Background: an optimization exercise with open tools, aiming at small area and a short achievable clock period. Do not read the settings as production practice. Function was checked by simulation only, so behaviour that the tests miss may differ from the original.

<file path="design.v">
function automatic [6:0] gf_mul(input [6:0] a, input [6:0] b);
    reg [6:0] acc;
    reg [6:0] sh;
    integer i;
    begin
        acc = 7'd0;
        sh  = a;
        for (i = 0; i < 7; i = i + 1) begin
            if (b[i])
                acc = acc ^ sh;
            sh = {sh[5:0], 1'b0} ^ (sh[6] ? 7'b0001001 : 7'b0000000);
        end
        gf_mul = acc;
    end
endfunction
localparam [128*7-1:0] INV3 = {
    7'h0d, 7'h74, 7'h30, 7'h3c, 7'h68, 7'h1b, 7'h76, 7'h0f,
    7'h54, 7'h7e, 7'h4a, 7'h3f, 7'h06, 7'h29, 7'h43, 7'h23,
    7'h66, 7'h2a, 7'h14, 7'h09, 7'h3b, 7'h61, 7'h37, 7'h4d,
    7'h4e, 7'h6c, 7'h69, 7'h59, 7'h2b, 7'h5e, 7'h70, 7'h39,
    7'h34, 7'h6b, 7'h1d, 7'h45, 7'h71, 7'h25, 7'h5c, 7'h7d,
    7'h6a, 7'h22, 7'h27, 7'h19, 7'h46, 7'h4b, 7'h10, 7'h5f,
    7'h36, 7'h72, 7'h6d, 7'h32, 7'h0e, 7'h62, 7'h16, 7'h79,
    7'h6f, 7'h3d, 7'h49, 7'h08, 7'h1c, 7'h20, 7'h1a, 7'h5b,
    7'h1f, 7'h7b, 7'h51, 7'h78, 7'h4f, 7'h63, 7'h5a, 7'h0a,
    7'h42, 7'h48, 7'h3e, 7'h4c, 7'h56, 7'h65, 7'h5d, 7'h53,
    7'h6e, 7'h0c, 7'h3a, 7'h57, 7'h02, 7'h41, 7'h7c, 7'h55,
    7'h2f, 7'h0b, 7'h26, 7'h77, 7'h73, 7'h40, 7'h12, 7'h75,
    7'h67, 7'h7f, 7'h2e, 7'h50, 7'h64, 7'h44, 7'h1e, 7'h35,
    7'h60, 7'h15, 7'h2c, 7'h05, 7'h58, 7'h07, 7'h24, 7'h17,
    7'h47, 7'h2d, 7'h04, 7'h33, 7'h21, 7'h28, 7'h38, 7'h31,
    7'h7a, 7'h03, 7'h52, 7'h13, 7'h18, 7'h11, 7'h01, 7'h00
};
function automatic [6:0] gf_inv3(input [6:0] a);
    begin
        gf_inv3 = INV3[7*a +: 7];
    end
endfunction
localparam [127:0] VALID = 128'h341efc53e5ef0f6366edbbb9ab551f7e;
function automatic gf_valid(input [6:0] a);
    begin
        gf_valid = VALID[a];
    end
endfunction
function automatic [6:0] gf_halftrace(input [6:0] c);
    begin
        gf_halftrace[0] = 1'b0;
        gf_halftrace[1] = c[2] ^ c[3] ^ c[4] ^ c[6];
        gf_halftrace[2] = c[3] ^ c[4] ^ c[6];
        gf_halftrace[3] = c[5] ^ c[6];
        gf_halftrace[4] = c[1] ^ c[2] ^ c[4];
        gf_halftrace[5] = c[3] ^ c[5] ^ c[6];
        gf_halftrace[6] = c[3] ^ c[6];
    end
endfunction
function automatic gf_trace(input [6:0] c);
    begin
        gf_trace = c[0];
    end
endfunction
module dec79_enc (
    input  wire [63:0] data,
    output wire [78:0] word
);
    assign word[63:0] = data;
    wire x0, x1, x2, x3, x4, x5, x6, x7, x8, x9, x10, x11, x12, x13, x14, x15, x16, x17, x18, x19, x20, x21, x22, x23, x24, x25, x26, x27, x28, x29, x30, x31, x32, x33, x34, x35, x36, x37, x38, x39, x40, x41, x42, x43, x44, x45, x46, x47, x48, x49, x50, x51, x52, x53, x54, x55, x56, x57, x58, x59, x60, x61, x62, x63, x64, x65, x66, x67, x68, x69, x70, x71, x72, x73, x74, x75, x76, x77, x78, x79, x80, x81, x82, x83, x84, x85, x86, x87, x88, x89, x90, x91, x92, x93, x94, x95, x96, x97, x98, x99, x100, x101, x102, x103, x104, x105, x106, x107, x108, x109, x110, x111, x112, x113, x114, x115, x116, x117, x118, x119, x120, x121, x122, x123, x124, x125, x126, x127, x128, x129, x130, x131, x132, x133, x134, x135, x136, x137, x138, x139, x140, x141, x142, x143, x144, x145, x146, x147, x148, x149, x150, x151, x152, x153, x154, x155, x156, x157, x158, x159, x160, x161, x162, x163, x164, x165, x166, x167, x168, x169, x170, x171, x172, x173, x174, x175, x176, x177, x178, x179, x180, x181, x182, x183, x184, x185, x186, x187, x188, x189, x190, x191, x192, x193, x194, x195, x196, x197, x198, x199, x200, x201, x202, x203, x204, x205, x206, x207, x208, x209, x210, x211, x212, x213, x214, x215, x216, x217, x218, x219, x220, x221, x222, x223, x224;
    assign x0 = data[27] ^ data[43];
    assign x1 = data[3] ^ data[14];
    assign x2 = data[30] ^ data[47];
    assign x3 = data[22] ^ data[23];
    assign x4 = data[13] ^ data[46];
    assign x5 = data[25] ^ data[26];
    assign x6 = data[0] ^ data[17];
    assign x7 = data[31] ^ data[50];
    assign x8 = data[37] ^ data[62];
    assign x9 = data[4] ^ data[32];
    assign x10 = data[38] ^ data[63];
    assign x11 = data[2] ^ data[24];
    assign x12 = data[5] ^ data[33];
    assign x13 = data[9] ^ data[29];
    assign x14 = data[18] ^ data[44];
    assign x15 = data[6] ^ data[61];
    assign x16 = data[1] ^ data[54];
    assign x17 = data[58] ^ x0;
    assign x18 = data[60] ^ x12;
    assign x19 = x2 ^ x5;
    assign x20 = data[56] ^ x1;
    assign x21 = data[11] ^ data[57];
    assign x22 = data[12] ^ data[45];
    assign x23 = data[10] ^ data[48];
    assign x24 = data[28] ^ data[42];
    assign x25 = data[39] ^ x3;
    assign x26 = data[40] ^ x11;
    assign x27 = data[49] ^ x8;
    assign x28 = data[53] ^ x7;
    assign x29 = x6 ^ x13;
    assign x30 = data[41] ^ x4;
    assign x31 = data[7] ^ data[35];
    assign x32 = data[20] ^ data[59];
    assign x33 = data[55] ^ x21;
    assign x34 = x9 ^ x24;
    assign x35 = data[19] ^ x15;
    assign x36 = data[21] ^ x10;
    assign x37 = x22 ^ x23;
    assign x38 = x17 ^ x18;
    assign x39 = x20 ^ x25;
    assign x40 = x14 ^ x19;
    assign x41 = data[8] ^ data[52];
    assign x42 = data[34] ^ data[59];
    assign x43 = data[61] ^ x16;
    assign x44 = data[16] ^ x32;
    assign x45 = x30 ^ x33;
    assign x46 = data[15] ^ x26;
    assign x47 = data[51] ^ x29;
    assign x48 = data[55] ^ x39;
    assign x49 = data[29] ^ x38;
    assign x50 = data[5] ^ data[36];
    assign x51 = data[14] ^ data[39];
    assign x52 = data[7] ^ data[36];
    assign x53 = data[31] ^ data[51];
    assign x54 = data[1] ^ data[4];
    assign x55 = data[13] ^ data[47];
    assign x56 = data[12] ^ data[44];
    assign x57 = data[10] ^ data[23];
    assign x58 = data[11] ^ data[63];
    assign x59 = data[34] ^ data[41];
    assign x60 = data[30] ^ data[45];
    assign x61 = data[15] ^ data[48];
    assign x62 = data[38] ^ x31;
    assign x63 = data[24] ^ x9;
    assign x64 = x0 ^ x61;
    assign x65 = x7 ^ x59;
    assign x66 = data[22] ^ x4;
    assign x67 = x11 ^ x15;
    assign x68 = data[50] ^ x14;
    assign x69 = data[0] ^ x3;
    assign x70 = data[28] ^ x42;
    assign x71 = x50 ^ x58;
    assign x72 = x41 ^ x55;
    assign x73 = data[53] ^ x51;
    assign x74 = data[25] ^ x10;
    assign x75 = x31 ^ x53;
    assign x76 = data[17] ^ x34;
    assign x77 = x27 ^ x28;
    assign x78 = x16 ^ x36;
    assign x79 = data[2] ^ x37;
    assign x80 = x17 ^ x35;
    assign x81 = data[8] ^ x35;
    assign x82 = x44 ^ x56;
    assign x83 = x28 ^ x34;
    assign x84 = x30 ^ x63;
    assign x85 = data[43] ^ x29;
    assign x86 = data[40] ^ x43;
    assign x87 = x45 ^ x46;
    assign x88 = x8 ^ x40;
    assign x89 = data[62] ^ x40;
    assign x90 = data[52] ^ x47;
    assign x91 = data[32] ^ x49;
    assign x92 = data[37] ^ data[57];
    assign x93 = x12 ^ x60;
    assign x94 = x92 ^ x64;
    assign x95 = x66 ^ x68;
    assign x96 = x70 ^ x73;
    assign x97 = x93 ^ x47;
    assign x98 = x81 ^ x94;
    assign x99 = x95 ^ x96;
    assign x100 = x97 ^ x98;
    assign x101 = x99 ^ x100;
    assign x102 = data[57] ^ x6;
    assign x103 = x23 ^ x25;
    assign x104 = x44 ^ x62;
    assign x105 = x72 ^ x102;
    assign x106 = x38 ^ x77;
    assign x107 = x86 ^ x103;
    assign x108 = x104 ^ x105;
    assign x109 = x106 ^ x107;
    assign x110 = x108 ^ x109;
    assign x111 = data[19] ^ data[36];
    assign x112 = x60 ^ x111;
    assign x113 = x27 ^ x69;
    assign x114 = x112 ^ x78;
    assign x115 = x113 ^ x87;
    assign x116 = x114 ^ x91;
    assign x117 = x115 ^ x116;
    assign x118 = data[1] ^ data[33];
    assign x119 = data[37] ^ data[46];
    assign x120 = data[58] ^ x2;
    assign x121 = x24 ^ x118;
    assign x122 = x119 ^ x65;
    assign x123 = x67 ^ x74;
    assign x124 = x120 ^ x121;
    assign x125 = x82 ^ x122;
    assign x126 = x123 ^ x124;
    assign x127 = x48 ^ x125;
    assign x128 = x126 ^ x127;
    assign x129 = data[9] ^ data[21];
    assign x130 = data[27] ^ data[46];
    assign x131 = x129 ^ x130;
    assign x132 = x18 ^ x20;
    assign x133 = x26 ^ x62;
    assign x134 = x69 ^ x131;
    assign x135 = x81 ^ x83;
    assign x136 = x132 ^ x133;
    assign x137 = x134 ^ x88;
    assign x138 = x135 ^ x136;
    assign x139 = x137 ^ x138;
    assign x140 = x1 ^ x6;
    assign x141 = x10 ^ x16;
    assign x142 = x32 ^ x52;
    assign x143 = x57 ^ x28;
    assign x144 = x140 ^ x141;
    assign x145 = x142 ^ x84;
    assign x146 = x143 ^ x144;
    assign x147 = x88 ^ x145;
    assign x148 = x146 ^ x147;
    assign x149 = data[44] ^ data[60];
    assign x150 = x42 ^ x149;
    assign x151 = x19 ^ x33;
    assign x152 = x66 ^ x67;
    assign x153 = x150 ^ x78;
    assign x154 = x83 ^ x85;
    assign x155 = x151 ^ x152;
    assign x156 = x153 ^ x154;
    assign x157 = x155 ^ x156;
    assign x158 = x43 ^ x75;
    assign x159 = x79 ^ x158;
    assign x160 = x48 ^ x89;
    assign x161 = x159 ^ x91;
    assign x162 = x160 ^ x161;
    assign x163 = data[18] ^ data[26];
    assign x164 = data[43] ^ x9;
    assign x165 = x163 ^ x26;
    assign x166 = x71 ^ x164;
    assign x167 = x77 ^ x165;
    assign x168 = x166 ^ x48;
    assign x169 = x90 ^ x167;
    assign x170 = x168 ^ x169;
    assign x171 = x41 ^ x37;
    assign x172 = x70 ^ x74;
    assign x173 = x39 ^ x84;
    assign x174 = x85 ^ x86;
    assign x175 = x171 ^ x172;
    assign x176 = x173 ^ x174;
    assign x177 = x175 ^ x176;
    assign x178 = data[35] ^ data[42];
    assign x179 = data[49] ^ x13;
    assign x180 = x54 ^ x57;
    assign x181 = x178 ^ x18;
    assign x182 = x73 ^ x179;
    assign x183 = x180 ^ x181;
    assign x184 = x182 ^ x87;
    assign x185 = x89 ^ x183;
    assign x186 = x184 ^ x185;
    assign x187 = data[16] ^ data[42];
    assign x188 = data[54] ^ x187;
    assign x189 = x19 ^ x20;
    assign x190 = x37 ^ x65;
    assign x191 = x71 ^ x188;
    assign x192 = x46 ^ x80;
    assign x193 = x189 ^ x190;
    assign x194 = x191 ^ x192;
    assign x195 = x193 ^ x194;
    assign x196 = data[3] ^ data[6];
    assign x197 = x5 ^ x196;
    assign x198 = x27 ^ x64;
    assign x199 = x75 ^ x197;
    assign x200 = x45 ^ x76;
    assign x201 = x82 ^ x198;
    assign x202 = x199 ^ x200;
    assign x203 = x201 ^ x202;
    assign x204 = data[14] ^ data[16];
    assign x205 = data[26] ^ data[49];
    assign x206 = data[56] ^ x22;
    assign x207 = x52 ^ x204;
    assign x208 = x205 ^ x36;
    assign x209 = x68 ^ x72;
    assign x210 = x206 ^ x207;
    assign x211 = x76 ^ x208;
    assign x212 = x209 ^ x210;
    assign x213 = x49 ^ x211;
    assign x214 = x212 ^ x213;
    assign x215 = data[7] ^ data[20];
    assign x216 = data[33] ^ x1;
    assign x217 = x21 ^ x54;
    assign x218 = x215 ^ x27;
    assign x219 = x36 ^ x216;
    assign x220 = x217 ^ x79;
    assign x221 = x80 ^ x218;
    assign x222 = x219 ^ x90;
    assign x223 = x220 ^ x221;
    assign x224 = x222 ^ x223;
    assign word[64] = x101;
    assign word[65] = x110;
    assign word[66] = x117;
    assign word[67] = x128;
    assign word[68] = x139;
    assign word[69] = x148;
    assign word[70] = x157;
    assign word[71] = x162;
    assign word[72] = x170;
    assign word[73] = x177;
    assign word[74] = x186;
    assign word[75] = x195;
    assign word[76] = x203;
    assign word[77] = x214;
    assign word[78] = x224;
endmodule
module dec79_syn (
    input  wire [78:0] word,
    output wire [6:0]  s1,
    output wire [6:0]  s3,
    output wire        par
);
    wire y0, y1, y2, y3, y4, y5, y6, y7, y8, y9, y10, y11, y12, y13, y14, y15, y16, y17, y18, y19, y20, y21, y22, y23, y24, y25, y26, y27, y28, y29, y30, y31, y32, y33, y34, y35, y36, y37, y38, y39, y40, y41, y42, y43, y44, y45, y46, y47, y48, y49, y50, y51, y52, y53, y54, y55, y56, y57, y58, y59, y60, y61, y62, y63, y64, y65, y66, y67, y68, y69, y70, y71, y72, y73, y74, y75, y76, y77, y78, y79, y80, y81, y82, y83, y84, y85, y86, y87, y88, y89, y90, y91, y92, y93, y94, y95, y96, y97, y98, y99, y100, y101, y102, y103, y104, y105, y106, y107, y108, y109, y110, y111, y112, y113, y114, y115, y116, y117, y118, y119, y120, y121, y122, y123, y124, y125, y126, y127, y128, y129, y130, y131, y132, y133, y134, y135, y136, y137, y138, y139, y140, y141, y142, y143, y144, y145, y146, y147, y148, y149, y150, y151, y152, y153, y154, y155, y156, y157, y158, y159, y160, y161, y162, y163, y164, y165, y166, y167, y168, y169, y170, y171, y172, y173, y174, y175, y176, y177, y178, y179, y180, y181, y182, y183, y184, y185, y186, y187, y188, y189, y190, y191, y192, y193, y194, y195, y196, y197, y198, y199, y200, y201, y202, y203, y204, y205, y206, y207, y208, y209, y210, y211, y212, y213, y214, y215, y216, y217, y218, y219, y220, y221, y222, y223, y224, y225, y226, y227, y228, y229, y230, y231, y232, y233, y234, y235, y236, y237, y238, y239, y240, y241, y242, y243, y244, y245, y246, y247, y248, y249, y250, y251, y252, y253, y254, y255, y256, y257, y258;
    assign y0 = word[10] ^ word[61];
    assign y1 = word[44] ^ word[58];
    assign y2 = word[11] ^ word[62];
    assign y3 = word[19] ^ word[47];
    assign y4 = word[46] ^ word[60];
    assign y5 = word[13] ^ word[42];
    assign y6 = word[9] ^ word[36];
    assign y7 = word[24] ^ word[37];
    assign y8 = word[5] ^ word[53];
    assign y9 = word[45] ^ word[59];
    assign y10 = word[16] ^ word[23];
    assign y11 = word[41] ^ y1;
    assign y12 = word[25] ^ word[72];
    assign y13 = word[12] ^ word[38];
    assign y14 = word[14] ^ word[43];
    assign y15 = word[6] ^ word[54];
    assign y16 = word[3] ^ word[26];
    assign y17 = word[7] ^ word[55];
    assign y18 = word[18] ^ y0;
    assign y19 = word[73] ^ y3;
    assign y20 = word[35] ^ y10;
    assign y21 = word[1] ^ y7;
    assign y22 = y2 ^ y9;
    assign y23 = word[71] ^ y6;
    assign y24 = word[32] ^ word[57];
    assign y25 = word[34] ^ word[39];
    assign y26 = word[17] ^ word[63];
    assign y27 = word[15] ^ word[22];
    assign y28 = word[4] ^ word[52];
    assign y29 = y5 ^ y24;
    assign y30 = word[28] ^ y13;
    assign y31 = word[2] ^ y12;
    assign y32 = word[31] ^ y11;
    assign y33 = word[48] ^ y19;
    assign y34 = word[33] ^ word[56];
    assign y35 = word[20] ^ word[74];
    assign y36 = word[40] ^ word[77];
    assign y37 = word[8] ^ word[27];
    assign y38 = y4 ^ y8;
    assign y39 = y15 ^ y28;
    assign y40 = y16 ^ y17;
    assign y41 = word[29] ^ y25;
    assign y42 = word[75] ^ y23;
    assign y43 = word[0] ^ y20;
    assign y44 = y21 ^ y26;
    assign y45 = word[21] ^ y14;
    assign y46 = word[49] ^ y35;
    assign y47 = word[76] ^ y27;
    assign y48 = y18 ^ y31;
    assign y49 = word[51] ^ y30;
    assign y50 = word[30] ^ y38;
    assign y51 = y22 ^ y37;
    assign y52 = word[38] ^ word[50];
    assign y53 = word[70] ^ y36;
    assign y54 = word[68] ^ y29;
    assign y55 = word[69] ^ y40;
    assign y56 = y39 ^ y41;
    assign y57 = word[67] ^ y46;
    assign y58 = y34 ^ y49;
    assign y59 = y42 ^ y44;
    assign y60 = y32 ^ y53;
    assign y61 = y43 ^ y50;
    assign y62 = y33 ^ y48;
    assign y63 = word[0] ^ word[32];
    assign y64 = word[27] ^ word[52];
    assign y65 = word[36] ^ word[56];
    assign y66 = word[41] ^ word[64];
    assign y67 = word[3] ^ word[51];
    assign y68 = word[25] ^ word[63];
    assign y69 = word[2] ^ word[43];
    assign y70 = word[47] ^ word[62];
    assign y71 = word[33] ^ word[61];
    assign y72 = word[50] ^ word[65];
    assign y73 = y4 ^ y64;
    assign y74 = y0 ^ y8;
    assign y75 = word[37] ^ y52;
    assign y76 = word[26] ^ y5;
    assign y77 = word[24] ^ y16;
    assign y78 = word[12] ^ y27;
    assign y79 = word[57] ^ y2;
    assign y80 = word[76] ^ y34;
    assign y81 = word[9] ^ y68;
    assign y82 = y14 ^ y66;
    assign y83 = y36 ^ y47;
    assign y84 = y23 ^ y39;
    assign y85 = word[4] ^ y21;
    assign y86 = y18 ^ y69;
    assign y87 = y31 ^ y45;
    assign y88 = word[69] ^ y22;
    assign y89 = word[11] ^ y11;
    assign y90 = word[66] ^ y47;
    assign y91 = word[39] ^ y74;
    assign y92 = y29 ^ y40;
    assign y93 = word[77] ^ y41;
    assign y94 = word[60] ^ y56;
    assign y95 = y33 ^ y93;
    assign y96 = y15 ^ y44;
    assign y97 = y75 ^ y86;
    assign y98 = y42 ^ y57;
    assign y99 = word[40] ^ y51;
    assign y100 = y55 ^ y89;
    assign y101 = word[5] ^ y87;
    assign y102 = y43 ^ y65;
    assign y103 = y51 ^ y90;
    assign y104 = y32 ^ y91;
    assign y105 = y58 ^ y62;
    assign y106 = y59 ^ y61;
    assign y107 = y54 ^ y60;
    assign y108 = y103 ^ y105;
    assign y109 = word[28] ^ word[48];
    assign y110 = word[61] ^ y17;
    assign y111 = y109 ^ y29;
    assign y112 = y82 ^ y110;
    assign y113 = y111 ^ y112;
    assign y114 = y99 ^ y113;
    assign y115 = y106 ^ y114;
    assign y116 = word[8] ^ word[15];
    assign y117 = word[29] ^ word[42];
    assign y118 = word[49] ^ word[65];
    assign y119 = y4 ^ y6;
    assign y120 = y14 ^ y70;
    assign y121 = y116 ^ y117;
    assign y122 = y118 ^ y30;
    assign y123 = y80 ^ y119;
    assign y124 = y120 ^ y121;
    assign y125 = y32 ^ y48;
    assign y126 = y122 ^ y123;
    assign y127 = y124 ^ y96;
    assign y128 = y125 ^ y126;
    assign y129 = y127 ^ y128;
    assign y130 = word[15] ^ word[16];
    assign y131 = word[30] ^ word[44];
    assign y132 = word[66] ^ y130;
    assign y133 = y131 ^ y22;
    assign y134 = y81 ^ y132;
    assign y135 = y92 ^ y133;
    assign y136 = y134 ^ y95;
    assign y137 = y97 ^ y135;
    assign y138 = y136 ^ y137;
    assign y139 = word[19] ^ word[23];
    assign y140 = word[59] ^ y139;
    assign y141 = y140 ^ y85;
    assign y142 = y92 ^ y58;
    assign y143 = y98 ^ y104;
    assign y144 = y141 ^ y142;
    assign y145 = y143 ^ y144;
    assign y146 = word[10] ^ word[20];
    assign y147 = word[58] ^ word[75];
    assign y148 = y7 ^ y52;
    assign y149 = y146 ^ y147;
    assign y150 = y80 ^ y148;
    assign y151 = y149 ^ y54;
    assign y152 = y150 ^ y94;
    assign y153 = y99 ^ y101;
    assign y154 = y151 ^ y152;
    assign y155 = y153 ^ y154;
    assign y156 = word[6] ^ word[35];
    assign y157 = word[57] ^ word[59];
    assign y158 = word[73] ^ y25;
    assign y159 = y71 ^ y156;
    assign y160 = y157 ^ y45;
    assign y161 = y81 ^ y158;
    assign y162 = y159 ^ y49;
    assign y163 = y50 ^ y83;
    assign y164 = y160 ^ y161;
    assign y165 = y100 ^ y162;
    assign y166 = y163 ^ y164;
    assign y167 = y165 ^ y166;
    assign y168 = word[7] ^ word[74];
    assign y169 = y0 ^ y9;
    assign y170 = y37 ^ y70;
    assign y171 = y168 ^ y76;
    assign y172 = y78 ^ y169;
    assign y173 = y170 ^ y171;
    assign y174 = y172 ^ y60;
    assign y175 = y94 ^ y102;
    assign y176 = y173 ^ y174;
    assign y177 = y175 ^ y176;
    assign y178 = word[17] ^ word[22];
    assign y179 = word[42] ^ word[58];
    assign y180 = y8 ^ y63;
    assign y181 = y71 ^ y178;
    assign y182 = y179 ^ y46;
    assign y183 = y77 ^ y82;
    assign y184 = y180 ^ y181;
    assign y185 = y33 ^ y84;
    assign y186 = y88 ^ y182;
    assign y187 = y183 ^ y184;
    assign y188 = y185 ^ y186;
    assign y189 = y187 ^ y188;
    assign y190 = word[20] ^ word[68];
    assign y191 = word[72] ^ word[77];
    assign y192 = y3 ^ y13;
    assign y193 = y17 ^ y67;
    assign y194 = y190 ^ y191;
    assign y195 = y192 ^ y193;
    assign y196 = y194 ^ y88;
    assign y197 = y195 ^ y96;
    assign y198 = y102 ^ y104;
    assign y199 = y196 ^ y197;
    assign y200 = y198 ^ y199;
    assign y201 = word[13] ^ word[54];
    assign y202 = y10 ^ y26;
    assign y203 = y201 ^ y30;
    assign y204 = y73 ^ y77;
    assign y205 = y79 ^ y202;
    assign y206 = y203 ^ y204;
    assign y207 = y205 ^ y95;
    assign y208 = y98 ^ y101;
    assign y209 = y206 ^ y207;
    assign y210 = y208 ^ y209;
    assign y211 = word[14] ^ word[21];
    assign y212 = word[23] ^ word[34];
    assign y213 = word[45] ^ word[70];
    assign y214 = y12 ^ y63;
    assign y215 = y72 ^ y211;
    assign y216 = y212 ^ y213;
    assign y217 = y18 ^ y19;
    assign y218 = y73 ^ y78;
    assign y219 = y214 ^ y215;
    assign y220 = y216 ^ y217;
    assign y221 = y218 ^ y219;
    assign y222 = y59 ^ y100;
    assign y223 = y220 ^ y221;
    assign y224 = y222 ^ y223;
    assign y225 = word[8] ^ word[21];
    assign y226 = y28 ^ y67;
    assign y227 = y225 ^ y20;
    assign y228 = y38 ^ y226;
    assign y229 = y227 ^ y228;
    assign y230 = y62 ^ y229;
    assign y231 = y107 ^ y230;
    assign y232 = word[19] ^ word[34];
    assign y233 = word[55] ^ word[67];
    assign y234 = word[68] ^ y1;
    assign y235 = y232 ^ y233;
    assign y236 = y79 ^ y234;
    assign y237 = y235 ^ y83;
    assign y238 = y84 ^ y236;
    assign y239 = y61 ^ y97;
    assign y240 = y237 ^ y238;
    assign y241 = y239 ^ y240;
    assign y242 = word[46] ^ word[53];
    assign y243 = word[70] ^ word[71];
    assign y244 = y35 ^ y242;
    assign y245 = y243 ^ y20;
    assign y246 = y76 ^ y244;
    assign y247 = y85 ^ y245;
    assign y248 = y246 ^ y247;
    assign y249 = y248 ^ y108;
    assign y250 = word[64] ^ word[78];
    assign y251 = y72 ^ y250;
    assign y252 = y45 ^ y251;
    assign y253 = y55 ^ y56;
    assign y254 = y57 ^ y252;
    assign y255 = y253 ^ y254;
    assign y256 = y106 ^ y107;
    assign y257 = y255 ^ y108;
    assign y258 = y256 ^ y257;
    assign s1[0] = y115;
    assign s1[1] = y129;
    assign s1[2] = y138;
    assign s1[3] = y145;
    assign s1[4] = y155;
    assign s1[5] = y167;
    assign s1[6] = y177;
    assign s3[0] = y189;
    assign s3[1] = y200;
    assign s3[2] = y210;
    assign s3[3] = y224;
    assign s3[4] = y231;
    assign s3[5] = y241;
    assign s3[6] = y249;
    assign par = y258;
endmodule
module dec79_loc (
    input  wire [6:0] s1,
    input  wire [6:0] cp,          
    input  wire       par,
    input  wire       s1z,         
    input  wire       s3z,         
    output wire [6:0] x1,
    output wire [6:0] x2,
    output wire       ps,          
    output wire       pd,          
    output wire       z            
);
function automatic [6:0] gf_mul(input [6:0] a, input [6:0] b);
    reg [6:0] acc;
    reg [6:0] sh;
    integer i;
    begin
        acc = 7'd0;
        sh  = a;
        for (i = 0; i < 7; i = i + 1) begin
            if (b[i])
                acc = acc ^ sh;
            sh = {sh[5:0], 1'b0} ^ (sh[6] ? 7'b0001001 : 7'b0000000);
        end
        gf_mul = acc;
    end
endfunction
localparam [128*7-1:0] INV3 = {
    7'h0d, 7'h74, 7'h30, 7'h3c, 7'h68, 7'h1b, 7'h76, 7'h0f,
    7'h54, 7'h7e, 7'h4a, 7'h3f, 7'h06, 7'h29, 7'h43, 7'h23,
    7'h66, 7'h2a, 7'h14, 7'h09, 7'h3b, 7'h61, 7'h37, 7'h4d,
    7'h4e, 7'h6c, 7'h69, 7'h59, 7'h2b, 7'h5e, 7'h70, 7'h39,
    7'h34, 7'h6b, 7'h1d, 7'h45, 7'h71, 7'h25, 7'h5c, 7'h7d,
    7'h6a, 7'h22, 7'h27, 7'h19, 7'h46, 7'h4b, 7'h10, 7'h5f,
    7'h36, 7'h72, 7'h6d, 7'h32, 7'h0e, 7'h62, 7'h16, 7'h79,
    7'h6f, 7'h3d, 7'h49, 7'h08, 7'h1c, 7'h20, 7'h1a, 7'h5b,
    7'h1f, 7'h7b, 7'h51, 7'h78, 7'h4f, 7'h63, 7'h5a, 7'h0a,
    7'h42, 7'h48, 7'h3e, 7'h4c, 7'h56, 7'h65, 7'h5d, 7'h53,
    7'h6e, 7'h0c, 7'h3a, 7'h57, 7'h02, 7'h41, 7'h7c, 7'h55,
    7'h2f, 7'h0b, 7'h26, 7'h77, 7'h73, 7'h40, 7'h12, 7'h75,
    7'h67, 7'h7f, 7'h2e, 7'h50, 7'h64, 7'h44, 7'h1e, 7'h35,
    7'h60, 7'h15, 7'h2c, 7'h05, 7'h58, 7'h07, 7'h24, 7'h17,
    7'h47, 7'h2d, 7'h04, 7'h33, 7'h21, 7'h28, 7'h38, 7'h31,
    7'h7a, 7'h03, 7'h52, 7'h13, 7'h18, 7'h11, 7'h01, 7'h00
};
function automatic [6:0] gf_inv3(input [6:0] a);
    begin
        gf_inv3 = INV3[7*a +: 7];
    end
endfunction
localparam [127:0] VALID = 128'h341efc53e5ef0f6366edbbb9ab551f7e;
function automatic gf_valid(input [6:0] a);
    begin
        gf_valid = VALID[a];
    end
endfunction
function automatic [6:0] gf_halftrace(input [6:0] c);
    begin
        gf_halftrace[0] = 1'b0;
        gf_halftrace[1] = c[2] ^ c[3] ^ c[4] ^ c[6];
        gf_halftrace[2] = c[3] ^ c[4] ^ c[6];
        gf_halftrace[3] = c[5] ^ c[6];
        gf_halftrace[4] = c[1] ^ c[2] ^ c[4];
        gf_halftrace[5] = c[3] ^ c[5] ^ c[6];
        gf_halftrace[6] = c[3] ^ c[6];
    end
endfunction
function automatic gf_trace(input [6:0] c);
    begin
        gf_trace = c[0];
    end
endfunction
    wire [6:0] c      = cp ^ 7'd1;
    wire       single = (cp == 7'd1);
    wire       troot  = ~gf_trace(c);
    wire [6:0] y0     = gf_halftrace(c);
    assign x1  = gf_mul(s1, y0);
    assign x2  = x1 ^ s1;
    assign ps  = ~s1z & single;
    assign pd  = ~s1z & ~single & troot & ~par;
    assign z   = s1z & s3z;
endmodule
module dec79_flg (
    input  wire [6:0] x1,
    input  wire [6:0] x2,
    input  wire       ps,
    input  wire       pd,
    input  wire       z,
    input  wire       par,
    output wire       e1,          
    output wire       e2,          
    output wire       f78,         
    output wire [1:0] nfix,
    output wire       uncorr
);
function automatic [6:0] gf_mul(input [6:0] a, input [6:0] b);
    reg [6:0] acc;
    reg [6:0] sh;
    integer i;
    begin
        acc = 7'd0;
        sh  = a;
        for (i = 0; i < 7; i = i + 1) begin
            if (b[i])
                acc = acc ^ sh;
            sh = {sh[5:0], 1'b0} ^ (sh[6] ? 7'b0001001 : 7'b0000000);
        end
        gf_mul = acc;
    end
endfunction
localparam [128*7-1:0] INV3 = {
    7'h0d, 7'h74, 7'h30, 7'h3c, 7'h68, 7'h1b, 7'h76, 7'h0f,
    7'h54, 7'h7e, 7'h4a, 7'h3f, 7'h06, 7'h29, 7'h43, 7'h23,
    7'h66, 7'h2a, 7'h14, 7'h09, 7'h3b, 7'h61, 7'h37, 7'h4d,
    7'h4e, 7'h6c, 7'h69, 7'h59, 7'h2b, 7'h5e, 7'h70, 7'h39,
    7'h34, 7'h6b, 7'h1d, 7'h45, 7'h71, 7'h25, 7'h5c, 7'h7d,
    7'h6a, 7'h22, 7'h27, 7'h19, 7'h46, 7'h4b, 7'h10, 7'h5f,
    7'h36, 7'h72, 7'h6d, 7'h32, 7'h0e, 7'h62, 7'h16, 7'h79,
    7'h6f, 7'h3d, 7'h49, 7'h08, 7'h1c, 7'h20, 7'h1a, 7'h5b,
    7'h1f, 7'h7b, 7'h51, 7'h78, 7'h4f, 7'h63, 7'h5a, 7'h0a,
    7'h42, 7'h48, 7'h3e, 7'h4c, 7'h56, 7'h65, 7'h5d, 7'h53,
    7'h6e, 7'h0c, 7'h3a, 7'h57, 7'h02, 7'h41, 7'h7c, 7'h55,
    7'h2f, 7'h0b, 7'h26, 7'h77, 7'h73, 7'h40, 7'h12, 7'h75,
    7'h67, 7'h7f, 7'h2e, 7'h50, 7'h64, 7'h44, 7'h1e, 7'h35,
    7'h60, 7'h15, 7'h2c, 7'h05, 7'h58, 7'h07, 7'h24, 7'h17,
    7'h47, 7'h2d, 7'h04, 7'h33, 7'h21, 7'h28, 7'h38, 7'h31,
    7'h7a, 7'h03, 7'h52, 7'h13, 7'h18, 7'h11, 7'h01, 7'h00
};
function automatic [6:0] gf_inv3(input [6:0] a);
    begin
        gf_inv3 = INV3[7*a +: 7];
    end
endfunction
localparam [127:0] VALID = 128'h341efc53e5ef0f6366edbbb9ab551f7e;
function automatic gf_valid(input [6:0] a);
    begin
        gf_valid = VALID[a];
    end
endfunction
function automatic [6:0] gf_halftrace(input [6:0] c);
    begin
        gf_halftrace[0] = 1'b0;
        gf_halftrace[1] = c[2] ^ c[3] ^ c[4] ^ c[6];
        gf_halftrace[2] = c[3] ^ c[4] ^ c[6];
        gf_halftrace[3] = c[5] ^ c[6];
        gf_halftrace[4] = c[1] ^ c[2] ^ c[4];
        gf_halftrace[5] = c[3] ^ c[5] ^ c[6];
        gf_halftrace[6] = c[3] ^ c[6];
    end
endfunction
function automatic gf_trace(input [6:0] c);
    begin
        gf_trace = c[0];
    end
endfunction
    wire v1 = gf_valid(x1);
    wire v2 = gf_valid(x2);
    wire es = ps & v2;
    wire ed = pd & v1 & v2;
    wire p78 = z & par;            
    assign e1     = pd & v2;
    assign e2     = ps | (pd & v1);
    assign f78    = p78 | (es & ~par);
    assign nfix   = {ed | (es & ~par), p78 | (es & par)};
    assign uncorr = ~z & ~(es | ed);
endmodule
module dec79_cor (
    input  wire [77:0] word_in,
    input  wire [6:0]  x1,
    input  wire [6:0]  x2,
    input  wire        e1,
    input  wire        e2,
    output wire [77:0] word_out
);
    reg [7:0]  a1, a2;
    reg [15:0] b1, b2;
    integer i;
    always @(*) begin
        for (i = 0; i < 8; i = i + 1) begin
            a1[i] = e1 & (x1[2:0] == i);
            a2[i] = e2 & (x2[2:0] == i);
        end
        for (i = 0; i < 16; i = i + 1) begin
            b1[i] = (x1[6:3] == i);
            b2[i] = (x2[6:3] == i);
        end
    end
    wire [77:0] flip;
    assign flip[0] = (a1[1] & b1[8]) | (a2[1] & b2[8]);
    assign flip[1] = (a1[3] & b1[1]) | (a2[3] & b2[1]);
    assign flip[2] = (a1[6] & b1[2]) | (a2[6] & b2[2]);
    assign flip[3] = (a1[4] & b1[5]) | (a2[4] & b2[5]);
    assign flip[4] = (a1[0] & b1[11]) | (a2[0] & b2[11]);
    assign flip[5] = (a1[1] & b1[7]) | (a2[1] & b2[7]);
    assign flip[6] = (a1[2] & b1[14]) | (a2[2] & b2[14]);
    assign flip[7] = (a1[5] & b1[13]) | (a2[5] & b2[13]);
    assign flip[8] = (a1[3] & b1[10]) | (a2[3] & b2[10]);
    assign flip[9] = (a1[7] & b1[5]) | (a2[7] & b2[5]);
    assign flip[10] = (a1[6] & b1[11]) | (a2[6] & b2[11]);
    assign flip[11] = (a1[5] & b1[6]) | (a2[5] & b2[6]);
    assign flip[12] = (a1[2] & b1[13]) | (a2[2] & b2[13]);
    assign flip[13] = (a1[5] & b1[11]) | (a2[5] & b2[11]);
    assign flip[14] = (a1[3] & b1[6]) | (a2[3] & b2[6]);
    assign flip[15] = (a1[6] & b1[12]) | (a2[6] & b2[12]);
    assign flip[16] = (a1[5] & b1[8]) | (a2[5] & b2[8]);
    assign flip[17] = (a1[3] & b1[0]) | (a2[3] & b2[0]);
    assign flip[18] = (a1[6] & b1[0]) | (a2[6] & b2[0]);
    assign flip[19] = (a1[4] & b1[1]) | (a2[4] & b2[1]);
    assign flip[20] = (a1[0] & b1[3]) | (a2[0] & b2[3]);
    assign flip[21] = (a1[0] & b1[6]) | (a2[0] & b2[6]);
    assign flip[22] = (a1[0] & b1[12]) | (a2[0] & b2[12]);
    assign flip[23] = (a1[1] & b1[9]) | (a2[1] & b2[9]);
    assign flip[24] = (a1[3] & b1[3]) | (a2[3] & b2[3]);
    assign flip[25] = (a1[6] & b1[6]) | (a2[6] & b2[6]);
    assign flip[26] = (a1[4] & b1[13]) | (a2[4] & b2[13]);
    assign flip[27] = (a1[1] & b1[10]) | (a2[1] & b2[10]);
    assign flip[28] = (a1[3] & b1[5]) | (a2[3] & b2[5]);
    assign flip[29] = (a1[6] & b1[10]) | (a2[6] & b2[10]);
    assign flip[30] = (a1[5] & b1[4]) | (a2[5] & b2[4]);
    assign flip[31] = (a1[2] & b1[9]) | (a2[2] & b2[9]);
    assign flip[32] = (a1[5] & b1[3]) | (a2[5] & b2[3]);
    assign flip[33] = (a1[2] & b1[7]) | (a2[2] & b2[7]);
    assign flip[34] = (a1[4] & b1[14]) | (a2[4] & b2[14]);
    assign flip[35] = (a1[1] & b1[12]) | (a2[1] & b2[12]);
    assign flip[36] = (a1[3] & b1[9]) | (a2[3] & b2[9]);
    assign flip[37] = (a1[7] & b1[3]) | (a2[7] & b2[3]);
    assign flip[38] = (a1[6] & b1[7]) | (a2[6] & b2[7]);
    assign flip[39] = (a1[4] & b1[15]) | (a2[4] & b2[15]);
    assign flip[40] = (a1[1] & b1[14]) | (a2[1] & b2[14]);
    assign flip[41] = (a1[3] & b1[13]) | (a2[3] & b2[13]);
    assign flip[42] = (a1[7] & b1[11]) | (a2[7] & b2[11]);
    assign flip[43] = (a1[7] & b1[6]) | (a2[7] & b2[6]);
    assign flip[44] = (a1[6] & b1[13]) | (a2[6] & b2[13]);
    assign flip[45] = (a1[5] & b1[10]) | (a2[5] & b2[10]);
    assign flip[46] = (a1[3] & b1[4]) | (a2[3] & b2[4]);
    assign flip[47] = (a1[6] & b1[8]) | (a2[6] & b2[8]);
    assign flip[48] = (a1[5] & b1[0]) | (a2[5] & b2[0]);
    assign flip[49] = (a1[2] & b1[1]) | (a2[2] & b2[1]);
    assign flip[50] = (a1[4] & b1[2]) | (a2[4] & b2[2]);
    assign flip[51] = (a1[0] & b1[5]) | (a2[0] & b2[5]);
    assign flip[52] = (a1[0] & b1[10]) | (a2[0] & b2[10]);
    assign flip[53] = (a1[1] & b1[5]) | (a2[1] & b2[5]);
    assign flip[54] = (a1[2] & b1[10]) | (a2[2] & b2[10]);
    assign flip[55] = (a1[5] & b1[5]) | (a2[5] & b2[5]);
    assign flip[56] = (a1[2] & b1[11]) | (a2[2] & b2[11]);
    assign flip[57] = (a1[5] & b1[7]) | (a2[5] & b2[7]);
    assign flip[58] = (a1[2] & b1[15]) | (a2[2] & b2[15]);
    assign flip[59] = (a1[5] & b1[15]) | (a2[5] & b2[15]);
    assign flip[60] = (a1[3] & b1[14]) | (a2[3] & b2[14]);
    assign flip[61] = (a1[7] & b1[13]) | (a2[7] & b2[13]);
    assign flip[62] = (a1[7] & b1[10]) | (a2[7] & b2[10]);
    assign flip[63] = (a1[7] & b1[4]) | (a2[7] & b2[4]);
    assign flip[64] = (a1[1] & b1[0]) | (a2[1] & b2[0]);
    assign flip[65] = (a1[2] & b1[0]) | (a2[2] & b2[0]);
    assign flip[66] = (a1[4] & b1[0]) | (a2[4] & b2[0]);
    assign flip[67] = (a1[0] & b1[1]) | (a2[0] & b2[1]);
    assign flip[68] = (a1[0] & b1[2]) | (a2[0] & b2[2]);
    assign flip[69] = (a1[0] & b1[4]) | (a2[0] & b2[4]);
    assign flip[70] = (a1[0] & b1[8]) | (a2[0] & b2[8]);
    assign flip[71] = (a1[1] & b1[1]) | (a2[1] & b2[1]);
    assign flip[72] = (a1[2] & b1[2]) | (a2[2] & b2[2]);
    assign flip[73] = (a1[4] & b1[4]) | (a2[4] & b2[4]);
    assign flip[74] = (a1[0] & b1[9]) | (a2[0] & b2[9]);
    assign flip[75] = (a1[1] & b1[3]) | (a2[1] & b2[3]);
    assign flip[76] = (a1[2] & b1[6]) | (a2[2] & b2[6]);
    assign flip[77] = (a1[4] & b1[12]) | (a2[4] & b2[12]);
    assign word_out = word_in ^ flip;
endmodule
module dec79_codec (
    input  wire        clk,
    input  wire        rst,             
    input  wire        enc_in_valid,
    input  wire [63:0] enc_in_data,
    output wire        enc_out_valid,
    output wire [78:0] enc_out_word,
    input  wire        dec_in_valid,
    input  wire [78:0] dec_in_word,
    output wire        dec_out_valid,
    output wire [78:0] dec_out_word,
    output wire [1:0]  dec_out_nfix,
    output wire        dec_out_uncorr
);
function automatic [6:0] gf_mul(input [6:0] a, input [6:0] b);
    reg [6:0] acc;
    reg [6:0] sh;
    integer i;
    begin
        acc = 7'd0;
        sh  = a;
        for (i = 0; i < 7; i = i + 1) begin
            if (b[i])
                acc = acc ^ sh;
            sh = {sh[5:0], 1'b0} ^ (sh[6] ? 7'b0001001 : 7'b0000000);
        end
        gf_mul = acc;
    end
endfunction
localparam [128*7-1:0] INV3 = {
    7'h0d, 7'h74, 7'h30, 7'h3c, 7'h68, 7'h1b, 7'h76, 7'h0f,
    7'h54, 7'h7e, 7'h4a, 7'h3f, 7'h06, 7'h29, 7'h43, 7'h23,
    7'h66, 7'h2a, 7'h14, 7'h09, 7'h3b, 7'h61, 7'h37, 7'h4d,
    7'h4e, 7'h6c, 7'h69, 7'h59, 7'h2b, 7'h5e, 7'h70, 7'h39,
    7'h34, 7'h6b, 7'h1d, 7'h45, 7'h71, 7'h25, 7'h5c, 7'h7d,
    7'h6a, 7'h22, 7'h27, 7'h19, 7'h46, 7'h4b, 7'h10, 7'h5f,
    7'h36, 7'h72, 7'h6d, 7'h32, 7'h0e, 7'h62, 7'h16, 7'h79,
    7'h6f, 7'h3d, 7'h49, 7'h08, 7'h1c, 7'h20, 7'h1a, 7'h5b,
    7'h1f, 7'h7b, 7'h51, 7'h78, 7'h4f, 7'h63, 7'h5a, 7'h0a,
    7'h42, 7'h48, 7'h3e, 7'h4c, 7'h56, 7'h65, 7'h5d, 7'h53,
    7'h6e, 7'h0c, 7'h3a, 7'h57, 7'h02, 7'h41, 7'h7c, 7'h55,
    7'h2f, 7'h0b, 7'h26, 7'h77, 7'h73, 7'h40, 7'h12, 7'h75,
    7'h67, 7'h7f, 7'h2e, 7'h50, 7'h64, 7'h44, 7'h1e, 7'h35,
    7'h60, 7'h15, 7'h2c, 7'h05, 7'h58, 7'h07, 7'h24, 7'h17,
    7'h47, 7'h2d, 7'h04, 7'h33, 7'h21, 7'h28, 7'h38, 7'h31,
    7'h7a, 7'h03, 7'h52, 7'h13, 7'h18, 7'h11, 7'h01, 7'h00
};
function automatic [6:0] gf_inv3(input [6:0] a);
    begin
        gf_inv3 = INV3[7*a +: 7];
    end
endfunction
localparam [127:0] VALID = 128'h341efc53e5ef0f6366edbbb9ab551f7e;
function automatic gf_valid(input [6:0] a);
    begin
        gf_valid = VALID[a];
    end
endfunction
function automatic [6:0] gf_halftrace(input [6:0] c);
    begin
        gf_halftrace[0] = 1'b0;
        gf_halftrace[1] = c[2] ^ c[3] ^ c[4] ^ c[6];
        gf_halftrace[2] = c[3] ^ c[4] ^ c[6];
        gf_halftrace[3] = c[5] ^ c[6];
        gf_halftrace[4] = c[1] ^ c[2] ^ c[4];
        gf_halftrace[5] = c[3] ^ c[5] ^ c[6];
        gf_halftrace[6] = c[3] ^ c[6];
    end
endfunction
function automatic gf_trace(input [6:0] c);
    begin
        gf_trace = c[0];
    end
endfunction
    reg [1:0] enc_v;
    reg [2:0] dec_v;
    always @(posedge clk) begin
        if (rst) begin
            enc_v <= 2'd0;
            dec_v <= 3'd0;
        end else begin
            enc_v <= {enc_v, enc_in_valid};
            dec_v <= {dec_v, dec_in_valid};
        end
    end
    assign enc_out_valid = enc_v[1];
    assign dec_out_valid = dec_v[2];
    reg [63:0] enc_d_r0;
    always @(posedge clk) enc_d_r0 <= enc_in_data;
    wire [78:0] enc_word;
    dec79_enc u_enc (.data(enc_d_r0), .word(enc_word));
    reg [78:0] enc_w_r;
    always @(posedge clk) enc_w_r <= enc_word;
    assign enc_out_word = enc_w_r;
    reg  [78:0] word_r0;
    always @(posedge clk) begin
        word_r0 <= dec_in_word;
    end
    wire [6:0] s1, s3;
    wire       par;
    dec79_syn u_syn (.word(word_r0), .s1(s1), .s3(s3), .par(par));
    wire [6:0] q = gf_inv3(s1);
    wire [6:0] cp  = gf_mul(s3, q);
    wire       s1z = (s1 == 7'd0);
    wire       s3z = (s3 == 7'd0);
    reg  [78:0] word_r1;
    reg  [6:0] s1_r1;
    reg        par_r1;
    reg  [6:0] cp_r1;
    reg        s1z_r1;
    reg        s3z_r1;
    always @(posedge clk) begin
        word_r1 <= word_r0;
        s1_r1 <= s1;
        par_r1 <= par;
        cp_r1 <= cp;
        s1z_r1 <= s1z;
        s3z_r1 <= s3z;
    end
    wire [6:0] x1, x2;
    wire       ps, pd, z;
    dec79_loc u_loc (.s1(s1_r1), .cp(cp_r1), .par(par_r1),
                     .s1z(s1z_r1), .s3z(s3z_r1), .x1(x1), .x2(x2),
                     .ps(ps), .pd(pd), .z(z));
    wire       e1, e2, f78, uncorr;
    wire [1:0] nfix;
    dec79_flg u_flg (.x1(x1), .x2(x2), .ps(ps), .pd(pd),
                     .z(z), .par(par_r1), .e1(e1), .e2(e2), .f78(f78),
                     .nfix(nfix), .uncorr(uncorr));
    wire [78:0] wflg = {word_r1[78] ^ f78, word_r1[77:0]};
    wire [77:0] wcor;
    dec79_cor u_cor (.word_in(wflg[77:0]), .x1(x1), .x2(x2),
                     .e1(e1), .e2(e2), .word_out(wcor));
    wire [78:0] wout = {wflg[78], wcor};
    reg  [78:0] wout_r2;
    reg  [1:0] nfix_r2;
    reg        uncorr_r2;
    always @(posedge clk) begin
        wout_r2 <= wout;
        nfix_r2 <= nfix;
        uncorr_r2 <= uncorr;
    end
    assign dec_out_word   = wout_r2;
    assign dec_out_nfix   = nfix_r2;
    assign dec_out_uncorr = uncorr_r2;
endmodule
</file>
<file path="flow/run.sh">
#!/bin/bash
MARGIN=16.5
W=$PWD
{
  echo "proc abc {args} { set i [lsearch -exact \$args -script]; if {\$i >= 0} { lset args [expr {\$i + 1}] $W/flow/abc.script }; yosys abc {*}\$args }"
  cat synth_recipe.tcl
} > own_synth.tcl
export BUFFER_PORTS_ARGS="-buffer_cell sky130_fd_sc_hd__buf_1"
export CTS_ARGS="-sink_clustering_enable -repair_clock_nets -sink_clustering_size 16 -sink_clustering_max_diameter 80 -buf_list sky130_fd_sc_hd__clkbuf_8 -root_buf sky130_fd_sc_hd__clkbuf_16"
sed -e "s/SETUP_SLACK_MARGIN=[-0-9.]*/SETUP_SLACK_MARGIN=$MARGIN/" \
    -e "s#SYNTH_SCRIPT=[^ ]*#SYNTH_SCRIPT=$W/own_synth.tcl#" standard.sh > own_standard.sh
# make writes each step's tool output to its own log under orfs/logs/.
bash own_standard.sh > standard.log 2>&1
</file>
<file path="flow/abc.script">
strash
dc2
dch
map -a
mfs
map -a
topo
</file>
<file path="standard.sh">
#!/bin/bash
# synth_recipe.tcl (not shown) runs the flow's synth.tcl, then flattens the netlist and writes it again
# the make line also repeats each setting of config.mk as NAME=value (left out here)
make -C /OpenROAD-flow-scripts/flow DESIGN_CONFIG=/design/flow/config.mk WORK_HOME=/design/flow/orfs CLKGATE_MAP_FILE= SYNTH_SCRIPT=/design/flow/synth_recipe.tcl "${@:-finish}"
</file>
<file path="config.mk">
export PLATFORM = sky130hd
export DESIGN_NAME = dec79_codec
export DESIGN_NICKNAME = dec79_codec
export VERILOG_FILES = /design/flow/design.v
export SDC_FILE = /design/flow/constraint.sdc
export NUM_CORES = 4
export LEC_CHECK = 0
export CAP_MARGIN = 20
export CORE_MARGIN = 2
export CORE_UTILIZATION = 60
export CTS_CLUSTER_DIAMETER = 120
export CTS_CLUSTER_SIZE = 24
export PLACE_DENSITY = 0.75
export SETUP_SLACK_MARGIN = 0.4
export SLEW_MARGIN = 20
</file>
<file path="constraint.sdc">
create_clock -name core_clock -period 22.0 [get_ports {clk}]
set_input_delay 4.4000 -clock core_clock [delete_from_list [all_inputs] [get_ports {clk}]]
set_output_delay 4.4000 -clock core_clock [all_outputs]
set_load 0.01 [all_outputs]
</file>
==> flow_summary.ini <==
[run_status]
status = complete, no violations

[worst_setup_path]
crit_slowest_cell = dfxtp_1
worst_ep_arrival_time_ns = 1.07
worst_setup_path_start_kind = flop
cpPeakStageDelay_ns = 0.34
crit_path_max_fanout = 1
critPathBufInv = 1
critPathRequiredTime_ns = 17.60
crit_type = reg -> out
critPathTopFamily = flip-flops
cp_cell_sequence = buf_2
cp-end-kind = output pin

[route]
route.detailed.drc = 0
firstDrtPassIters = 5
routedWlPerCell_um = 21.6
drtIter0Drc = 1559
vias = 13532
wirelength_mm = 53.5
ant_nets = 0
vias_per_cell = 5.47

[logic_synthesis]
synthCells = 1734
yosysUniqueCellTypes = 33
synth.most_common_cell = dfxtp_1
synth_edf_count = 0
synth_top_area_share_pct = 47.2
synth_fp_nets = 1904
async_flop_share_pct = 0
seq_area_frac_synth_pct = 47.2
synth_flop_cell = dfxtp_1
synth_top_area_cell = dfxtp_1
synth_area_sq_um = 17200
synth_area_leaders = dfxtp_1 47%, xor2_1 19%, xnor2_1 14%
synth_commonest_cells = 405 x dfxtp_1, 377 x xor2_1, 272 x xnor2_1
yosysWarnings = 4
avgSynthCellArea_sq_um = 9.91
ys_ff_latch = 405

[cells_and_area]
drive_above_1_share_pct = 5.65
postLayoutCellArea_sq_um = 19600
fin_cells = 2472
syn2layout_area_growth_pct = 14.2
post-route-util_pct = 70.1
final_nets = 2257

[sta]
maxSlewHeadroom_pct = 50.6
min_period_over_period_pct = 24.8
fin_crit_ns = 5.47
clock.fmax_mhz = 183
setup_tns_ns = 0
layout_setup_ws_ns = 16.53
grt_setup_unrepaired = no
clock_skew_ns = 0.0288
setup_viol = 0
final_hold_viol_count = 0
hold_slack_ns = 0.393
tightest_slew_ns = 0.736
slew_viol_final = 0

[die]
die_x_um = 173
dieArea_sq_um = 30000
std_cell_rows = 61
fp.dieH_um = 173
ios = 310
initial_core_util_pct = 61.3
core_sq_um = 28000

[place]
place_area_sq_um = 18900
dp_hpwl_mm = 42.7
io_buffer_count = 309
placedCellCount = 2428
pre_cts_ws_ns = 16.53
gp_congestion = 1.07

[clock_tree]
cts-root-buf = clkbuf_16
path_clk_slew_ns = 0.09
clk_latency_ns = 0.55
cts_tree = built
cts_buffers = 30
htreeDepth = 1
cts_max_path_buffers = 3
cts.sinks = 405

[global_routing]
grt_util_all_layers_pct = 34.5
grt_pass1_vias = 13569
grt_pass1_wl_mm = 79.2
overflow = 0
antenna_found_initial = 7
grt_start_max_net_pins = 38

[worst_hold_path]
hold_class = reg -> reg

[job]
drv_cap = 0
[state kept, by name (all words and copies together) (netlist names), 2 cells and up]
register / cells
dec_v: 3
word_r0: 79
cp_r1: 7
wout_r2: 79
nfix_r2: 2
enc_d_r0: 64
word_r1: 79
s1_r1: 7
enc_v: 2
enc_w_r: 79
[metal layers]
metal  vias up  global-route usage, %  share of wire, %
met5         -                      0             0.077
met4         6                   14.4               4.6
met3       171                   6.80               8.8
met2       829                   59.7                48
met1      6203                   42.0                38
li1       6323                      -                 -
[final timing paths]
path,cells past startpoint,startpoint,slack (ns),to
max,1,wout_r2[62],16.53,dec_out_word[62]
min,0,enc_d_r0[34],0.39,enc_w_r[34]
max reg2reg,21,word_r0[37],16.81,cp_r1[4]
min reg2reg,0,enc_d_r0[34],0.39,enc_w_r[34]
[repair_timing]
action                     4_1_cts  5_1_grt
gates cloned                     0        1
setup endpoints to repair       18      103
resized for setup               20       50
pin swaps                        0        1
hold buffers                     0        0
buffers inserted                 0        4
[cell type report]
cell class | count | area, sq um
inverter | 87 | 340
tap | 378 | 473
clock inverter | 5 | 53.8
fill | 2194 | 8390
sequential | 405 | 8130
timing repair inverter | 1 | 5.00
multi-input combinational | 1242 | 8880
antenna | 4 | 10.0
timing repair buffer | 320 | 1290
clock buffer | 30 | 447
[cell usage in the layout, fill, tap and decap left out, drive strengths merged, types with 2 or more instances in the layout]
cell type and instances:
xor2 377, o2111ai 3, a31oi 7, a22oi 5, o311ai 10, nor3 11
a211oi 3, nand4 9, nand2 184, dfxtp 405, o211ai 11, o221ai 3
a32oi 2, or2 8, clkinv 86, ha 23, o22ai 79, nand3 40
inv 3, xnor2 272, nor2 105, a21oi 33, clkinvlp 4, buf 307
o21ai 46, diode 4, clkbuf 43
[kinds of logic after synthesis]
logic type               share of synthesized area [%]
adder cells (fa/ha/maj)                           1.67
XOR/XNOR                                          33.1
AND/OR/NAND/NOR                                   8.54
AO/OA/AOI/OAI                                     7.62
buffers and inverters                             1.90
flip-flops                                        47.2

[re-timing with driven ports]
In the flow no input, the clock included, has a driving cell. The finished layout below was timed again as built, in two steps.
Step 1: set_driving_cell puts a clkbuf_16 on clk and a buf_2 on each other input, an assumption about the parent block.
Step 2 times the ports against the registers' clock, not the clock port: input delays grow and output delays shrink by t, the midpoint of the rising clock arrivals with the driver on.
a / b / c = no drivers / after step 1 / after step 2; a / b = the first two.
t (ns): 0.586
setup WS [ns]: 16.534 / 16.483 / 16.814
clock arrival spread, ns: 0.029 / 0.030
slew at the worst register clock pin (ns): 0.11 / 0.11
worst data-port slew with drivers (ns): 0.09
After both steps this run still meets setup and hold. For this run, drivers alone change the setup slack by -0.051 ns; drivers and shift together by +0.280 ns.
